Background: an optimization exercise with open tools, aiming at small area, a short achievable clock period and few clock cycles per item. Do not read the settings as production practice.
The RTL was checked by simulation tests, not by an equivalence proof against the original design.

==> design/flow/run.sh <==
#!/bin/bash
# synth_recipe.tcl (not shown) runs the flow's synth.tcl, then flattens the netlist and writes it again
# the make line also repeats each setting of config.mk as NAME=value (left out here)
make -C /OpenROAD-flow-scripts/flow DESIGN_CONFIG=/design/flow/config.mk WORK_HOME=/design/flow/orfs CLKGATE_MAP_FILE= SYNTH_SCRIPT=/design/flow/synth_recipe.tcl finish
==> design/flow/config.mk <==
export PLATFORM = sky130hd
export DESIGN_NAME = blk_enc
export DESIGN_NICKNAME = blk_enc
export VERILOG_FILES = /design/flow/design.v
export SDC_FILE = /design/flow/constraint.sdc
export NUM_CORES = 4
export LEC_CHECK = 0
export CAP_MARGIN = 20
export CORE_MARGIN = 2
export CORE_UTILIZATION = 40
export PLACE_DENSITY = 0.6
export SLEW_MARGIN = 20
==> design/flow/constraint.sdc <==
create_clock -name core_clock -period 30.0 [get_ports {clk}]
set_input_delay 6.0000 -clock core_clock [delete_from_list [all_inputs] [get_ports {clk}]]
set_output_delay 6.0000 -clock core_clock [all_outputs]
set_load 0.01 [all_outputs]
==> design/flow/design.v <==
module blk_enc (
    input  wire         clk,
    input  wire         rst_n,
    input  wire         in_valid,
    output wire         in_ready,
    input  wire [31:0]  in_data,
    input  wire [4:0]   cfg_fmt,
    input  wire [1:0]   cfg_mode,
    input  wire [31:0]  cfg_seed,
    input  wire [31:0]  cfg_idx,
    output wire         out_valid,
    input  wire         out_ready,
    output wire [15:0]  out_head,
    output wire [255:0] out_elems,
    output wire         out_overflow,
    output wire [5:0]   out_lost
);
    localparam [1:0] S_IN = 2'd0, S_PREP = 2'd1, S_ENC = 2'd2, S_OUT = 2'd3;
    localparam [1:0] MODE_RNE = 2'd0, MODE_RTZ = 2'd1, MODE_SR = 2'd2;
    reg  [1:0]  state;
    reg  [4:0]  cnt;
    reg  [4:0]  fmt;
    reg  [1:0]  mode;
    reg  [31:0] seed;
    reg  [31:0] idx0;
    reg  [31:0] buf_mem [0:31];
    reg  [30:0] fmax [0:3];
    reg         any_nan;
    reg         any_inf;
    reg  signed [9:0] blk_e;
    reg  [1:0]  shift [0:3];
    reg  [15:0]  head_r;
    reg  [255:0] elems_r;
    reg          ovf_r;
    reg  [5:0]   lost_r;
    integer i;
    wire is_bead = (fmt == 5'h0A) || (fmt == 5'h0B) || (fmt == 5'h0C);
    reg  [1:0]  p_m;         
    reg  [4:0]  p_bias;      
    reg  [3:0]  p_emax;      
    reg  [23:0] p_sigm;      
    reg  [2:0]  p_sbit;      
    always @(*) begin
        case (fmt)
            5'h0A, 5'h0D: begin p_m = 2'd3; p_bias = 5'd7;  p_emax = 4'd8;  p_sigm = 24'hE00000; p_sbit = 3'd7; end  
            5'h0E:        begin p_m = 2'd2; p_bias = 5'd15; p_emax = 4'd15; p_sigm = 24'hE00000; p_sbit = 3'd7; end  
            5'h0B, 5'h0F: begin p_m = 2'd3; p_bias = 5'd1;  p_emax = 4'd2;  p_sigm = 24'hF00000; p_sbit = 3'd5; end  
            5'h10:        begin p_m = 2'd2; p_bias = 5'd3;  p_emax = 4'd4;  p_sigm = 24'hE00000; p_sbit = 3'd5; end  
            default:      begin p_m = 2'd1; p_bias = 5'd1;  p_emax = 4'd2;  p_sigm = 24'hC00000; p_sbit = 3'd3; end  
        endcase
    end
    function [4:0] msb24;
        input [23:0] x;
        integer k;
        begin
            msb24 = 5'd0;
            for (k = 0; k < 24; k = k + 1)
                if (x[k]) msb24 = k[4:0];
        end
    endfunction
    function signed [9:0] flog2;
        input [30:0] a;
        begin
            if (a[30:23] != 8'd0)
                flog2 = $signed({2'b00, a[30:23]}) - 10'sd127;
            else
                flog2 = $signed({5'b00000, msb24({1'b0, a[22:0]})}) - 10'sd149;
        end
    endfunction
    function [23:0] nsig;
        input [30:0] a;
        reg [4:0] p;
        begin
            if (a[30:23] != 8'd0)
                nsig = {1'b1, a[22:0]};
            else begin
                p = msb24({1'b0, a[22:0]});
                nsig = {1'b0, a[22:0]} << (5'd23 - p);
            end
        end
    endfunction
    function [31:0] sr_hash;
        input [31:0] s;
        input [31:0] idx;
        reg [31:0] h;
        begin
            h = s + 32'h9E3779B9 * idx;
            h = h ^ (h >> 16);
            h = h * 32'h85EBCA6B;
            h = h ^ (h >> 13);
            h = h * 32'hC2B2AE35;
            h = h ^ (h >> 16);
            sr_hash = h;
        end
    endfunction
    wire [30:0] amax01 = (fmax[0] > fmax[1]) ? fmax[0] : fmax[1];
    wire [30:0] amax23 = (fmax[2] > fmax[3]) ? fmax[2] : fmax[3];
    wire [30:0] amax   = (amax01 > amax23) ? amax01 : amax23;
    wire signed [9:0] a_log = flog2(amax);
    wire [23:0]       a_sig = nsig(amax);
    wire signed [9:0] e_raw = a_log - $signed({6'b0, p_emax}) + ((a_sig > p_sigm) ? 10'sd1 : 10'sd0);
    wire              e_big = (e_raw > 10'sd127);
    wire signed [9:0] e_clp = (e_raw < -10'sd127) ? -10'sd127 : e_raw;
    reg  [1:0] fshift [0:3];
    reg  signed [9:0]  f_log;
    reg  signed [11:0] g;
    always @(*) begin
        for (i = 0; i < 4; i = i + 1) begin
            f_log = flog2(fmax[i]);
            g = $signed({{2{e_clp[9]}}, e_clp}) + $signed({8'b0, p_emax}) - $signed({{2{f_log[9]}}, f_log});
            if (nsig(fmax[i]) > p_sigm)
                g = g - 12'sd1;
            if (!is_bead || fmax[i] == 31'd0 || g < 12'sd0)
                fshift[i] = 2'd0;
            else if (g > 12'sd3)
                fshift[i] = 2'd3;
            else
                fshift[i] = g[1:0];
        end
    end
    wire [31:0] v      = buf_mem[cnt];
    wire        v_sign = v[31];
    wire [7:0]  v_exp  = v[30:23];
    wire [23:0] v_s    = {(v_exp != 8'd0), v[22:0]};
    wire [4:0]  v_lz   = msb24(v_s);
    wire [1:0]  v_sh   = shift[cnt[4:3]];
    wire signed [11:0] v_es = $signed({4'b0, (v_exp == 8'd0) ? 8'd1 : v_exp}) - 12'sd150;
    wire signed [11:0] v_c  = v_es + $signed({10'b0, v_sh}) - $signed({{2{blk_e[9]}}, blk_e});
    wire signed [11:0] v_t  = $signed({7'b0, v_lz}) + v_c;
    wire signed [11:0] emin = 12'sd1 - $signed({7'b0, p_bias});
    wire signed [11:0] v_u  = ((v_t > emin) ? v_t : emin) - $signed({10'b0, p_m});
    wire signed [11:0] v_d  = v_u - v_c;
    reg  [55:0] wide;
    reg  [55:0] shifted;
    reg  [5:0]  dsh;
    reg         sticky_out;
    reg  [4:0]  q;
    reg  [31:0] frac;
    reg         up;
    reg  [5:0]  q_r;
    reg  [6:0]  mag;
    reg  signed [11:0] ebase;
    reg  [7:0]  code;
    reg  [31:0] gval;
    always @(*) begin
        wide = {v_s, 32'd0};
        dsh  = 6'd0;
        if (v_d < 12'sd0) begin
            shifted    = wide << (-v_d);
            sticky_out = 1'b0;
        end else begin
            dsh        = (v_d > 12'sd56) ? 6'd56 : v_d[5:0];
            shifted    = wide >> dsh;
            sticky_out = ((wide & ((56'd1 << dsh) - 56'd1)) != 56'd0);
        end
        q    = shifted[36:32];
        frac = shifted[31:0];
        gval = sr_hash(seed, idx0 + {27'd0, cnt});
        case (mode)
            MODE_RNE: up = frac[31] && ((frac[30:0] != 31'd0) || sticky_out || q[0]);
            MODE_SR:  up = (gval < frac);
            MODE_RTZ: up = 1'b0;
            default:  up = 1'b0;
        endcase
        q_r   = {1'b0, q} + {5'd0, up};
        ebase = v_t + $signed({7'b0, p_bias}) - 12'sd1;
        if (ebase < 12'sd0)
            ebase = 12'sd0;
        mag  = (ebase[6:0] << p_m) + {1'b0, q_r};
        code = 8'd0;
        if (q_r != 6'd0) begin
            code = {1'b0, mag};
            code[p_sbit] = v_sign;
        end
    end
    wire lost_now = (q_r == 6'd0) && (v_s != 24'd0);
    assign in_ready     = (state == S_IN);
    assign out_valid    = (state == S_OUT);
    assign out_head     = head_r;
    assign out_elems    = elems_r;
    assign out_overflow = ovf_r;
    assign out_lost     = lost_r;
    wire in_fire = in_valid && in_ready;
    always @(posedge clk) begin
        if (!rst_n) begin
            state   <= S_IN;
            cnt     <= 5'd0;
            any_nan <= 1'b0;
            any_inf <= 1'b0;
            for (i = 0; i < 4; i = i + 1)
                fmax[i] <= 31'd0;
        end else begin
            case (state)
                S_IN: if (in_fire) begin
                    buf_mem[cnt] <= in_data;
                    if (cnt == 5'd0) begin
                        fmt  <= cfg_fmt;
                        mode <= cfg_mode;
                        seed <= cfg_seed;
                        idx0 <= cfg_idx;
                    end
                    if (in_data[30:23] == 8'hFF) begin
                        if (in_data[22:0] == 23'd0)
                            any_inf <= 1'b1;
                        else
                            any_nan <= 1'b1;
                    end else if (in_data[30:0] > fmax[cnt[4:3]]) begin
                        fmax[cnt[4:3]] <= in_data[30:0];
                    end
                    cnt <= cnt + 5'd1;
                    if (cnt == 5'd31)
                        state <= S_PREP;
                end
                S_PREP: begin
                    elems_r <= 256'd0;
                    lost_r  <= 6'd0;
                    ovf_r   <= 1'b0;
                    blk_e   <= e_clp;
                    for (i = 0; i < 4; i = i + 1)
                        shift[i] <= fshift[i];
                    if (any_nan || any_inf || e_big) begin
                        head_r <= 16'h00FF;
                        ovf_r  <= any_inf || (e_big && !any_nan);
                        state  <= S_OUT;
                    end else if (amax == 31'd0) begin
                        head_r <= 16'h0000;
                        state  <= S_OUT;
                    end else begin
                        head_r <= {fshift[3], fshift[2], fshift[1], fshift[0], e_clp[7:0] + 8'd127};
                        state  <= S_ENC;
                    end
                end
                S_ENC: begin
                    elems_r[{cnt, 3'b000} +: 8] <= code;
                    if (lost_now)
                        lost_r <= lost_r + 6'd1;
                    cnt <= cnt + 5'd1;
                    if (cnt == 5'd31)
                        state <= S_OUT;
                end
                S_OUT: if (out_ready) begin
                    any_nan <= 1'b0;
                    any_inf <= 1'b0;
                    for (i = 0; i < 4; i = i + 1)
                        fmax[i] <= 31'd0;
                    state <= S_IN;
                end
            endcase
        end
    end
endmodule
==> run notes <==
per-layer routing:
metal  wire [um]  GRT usage  up-vias  part of all wire
li1            -          -    35320                 -
met3       25680    0.03218      608             0.070
met5          13          0        -          0.000035
met2      174200     0.4163     3214              0.47
met4       15370    0.09364        2             0.042
met1      152300     0.3471    40240              0.41
cell families (layout without fill, tap and decap cells):
logic type | after synthesis | after routing
compound gates | 1641 | 1641
xor+xnor | 418 | 418
fa+ha+maj | 1554 | 1554
buf+inv | 1751 | 2295
flops | 1530 | 1530
mux | 547 | 547
other cells | 1 | 3
simple gates | 2195 | 2195
worst min-delay path by stage:
stage           startpoint          end  slack, ns  depth (start not counted)
3_3_place_gp      state[0]     state[0]       0.51                          1
2_1_floorplan     state[0]     state[0]       0.49                          1
6_report          state[0]     state[0]       0.56                          1
4_1_cts           state[0]     state[0]       0.55                          1
3_5_place_dp      state[0]     state[0]       0.53                          1
5_1_grt        elems_r[94]  elems_r[94]       0.62                          2
metrics by stage:
step | setup WS [ns] | area (um^2) | instances
floorplan | 4.375 | 112200 | 9637
global placement | 1.074 | 121400 | 13610
detailed placement | 0.7143 | 121400 | 13610
CTS | 0.6106 | 126500 | 13900
global route | 0.02516 | 126700 | 13910
finish | 1.429 | 126700 | 13910
critical path, delay by kind of cell, from the launching register on:
| family | cells | cell delay, ns |
|---|---|---|
| simple gates | 10 | 1.85 |
| compound gates | 18 | 3.98 |
| buf+inv | 18 | 1.31 |
| mux | 1 | 0.41 |
| flops | 1 | 0.52 |
| xor+xnor | 32 | 6.91 |
| fa+ha+maj | 31 | 13.27 |
registers in the layout (all words and copies together) (netlist names), 6 cells and up, named ones only:
signal,cells
blk_e,10
head_r,16
seed,32
shift,8
fmax,124
elems_r,256
idx0,32
lost_r,6
buf_mem,1024
cells in the mapped netlist, types with 30 or more instances:
master,instances
nand2b_1,65
edfxtp_1,1516
buf_1,32
o21bai_1,33
a211oi_1,69
inv_1,1366
nand2_1,651
xor2_1,115
a31oi_1,40
o21ai_2,30
a2111oi_0,30
nor2_1,375
a21oi_1,377
nand3_1,240
and2_1,348
nand4_1,88
clkbuf_1,274
nor3_1,150
mux2i_1,122
buf_2,36
xnor2_1,300
mux4_2,385
a21o_1,122
mux2_2,40
fa_1,628
o21ai_0,469
and3_1,51
ha_1,925
o211ai_1,57
nor2b_1,58
nor4_1,56
o21a_1,58
cell type report:
type	instances	area, um^2
antenna	2	5.005
clock buffer	212	4496
clock inverter	82	645.6
fill	25480	152400
inverter	1381	5184
multi-input combinational	6356	60210
sequential	1530	45820
tap	3724	4659
timing repair buffer	620	5694
==> summary.txt <==
Pre-Repair DR Iteration Count: 9
main combinational cell family by area after synthesis: adder cells
Post-synth ARST share: 0
# setup viols final: 0
#FFs+latches synth: 1530
Final Util: 0.4539
post-synthesis xor/xnor area fraction: 0.03299
status: timing/DRC/antenna clean
vias in the first global route: 80380
worst reg2reg startpoint: cnt[0]
layout cell share with drive strength beyond 1: 0.1045
Vias/cell: 5.708
Reg clk slew, reported paths: 0.06 ns
Hold WC Path Type: reg2reg
fin crit share: 0.9524
synth-to-layout area growth: 12.91%
hold buffer count at cts: 0
Top FF cell, synth: edfxtp_1
unrepaired setup endpoints after global routing: false
TritonCTS Sinks: 1530
port bufs: 387
Slowest cell on crit path: fa_1
post-synthesis adder-cell area fraction: 0.2153
hpwl dp: 269600 um
CTS Buffer Depth: 4
fmax: 35.00 MHz
routed len/inst: 26.43 um
Critical Path Sink: elems_r[142]
hold slack: 0.5565 ns
# DRC: 0
postcts setup bufs: 0
synth top area cells: edfxtp_1 41%, fa_1 11%, ha_1 10%, mux4_2 7.7%, inv_1 4.6%
R2R setup slack: 1.43 ns
grt ovf: 0
Mapped Cells: 9637
critical path arrival: 29.09 ns
top cell type by total area after synthesis: edfxtp_1
Post-Synth Simple-Gate Area: 0.09647
die height: 533.7 um
Yosys cell types: 107
ANT nets after route: 0
GPL Wtd Cong: 0.9581
Core Region: 0.2791 mm^2
commonest non-fill, non-tap cells in the layout: 1516 x edfxtp_1, 1366 x inv_1, 924 x ha_1
CTS tree: done
initial antenna violation count: 14
compound-gate portion of the synthesized area: 0.09501
Inserted Clock Buffers: 171
Synth top area share: 0.4056
first-pass GRT wire length: 540200 um
chip width: 533.7 um
CP peak stage delay: 0.55 ns
Slew Viols, Final: 0
Clock Skew: 0.08069 ns
Starting Density: 0.4020
mux contribution to synthesized area: 0.09216
H-tree levels: 4
data required time of the worst path: 30.52 ns
reg2reg path depth: 110
minimum clock period: 28.57 ns
pin count of the biggest net entering global routing: 122
crit end category: flip-flop
CP startpoint: cnt[0]
Setup TNS Final: 0 ns
commonest non-fill, non-tap cell in the layout: edfxtp_1
Routed WL: 367500 um
Seq/Total Area, Yosys: 0.4081
Slew headroom: 0.1212
Worst-Margin Slew: 1.314 ns
Synth Warn #: 3
Worst setup SP type: flip-flop
Row Count: 194
vias: 79390
syn_nets: 11300
CTS root buf: clkbuf_16
Crit Path Max Fanout: 32
CTS resizes: 0
Crit path top cell by count: fa_1
Netlist Area Pre-Place: 0.1122 mm^2
IO Count: 388
GRT Total Usage: 0.2546
Syn Area/Cell: 11.65 um^2
final hold violations: 0
Post-synth EDFFs: 1516
later-pin clock latency in the skew report: 0.86 ns
Setup Crit Path Kind: reg2reg
nets: 11720
total die area: 0.2848 mm^2
reg2reg end: elems_r[142]
initial DRC count: 8054
Max-Cap Viols: 0
Testbench counts, summed over its fixed seeds: cycles 25,344, blocks 384.

[separate check: timing with driven ports]
The results above use ideal ports. As a check the final layout listed here was re-extracted and re-timed, cells and wires unchanged. Step 1: set_driving_cell puts a clkbuf_16 on clk and a buf_2 on each other input, an assumption about the parent block. Step 2 also shifts input and output timing later by t, the mid clock arrival at the registers, as if the neighbouring blocks saw the same clock. Slacks: ideal / step 1 / step 2; pairs: ideal / step 1.
t (ns): 0.916
setup WS [ns]: 1.429 / 1.429 / 1.429
clock arrival spread, ns: 0.081 / 0.080
After both steps this run still meets setup and hold. The setup slack of this run moves by 0.000 ns with the drivers and by 0.000 ns with both steps.
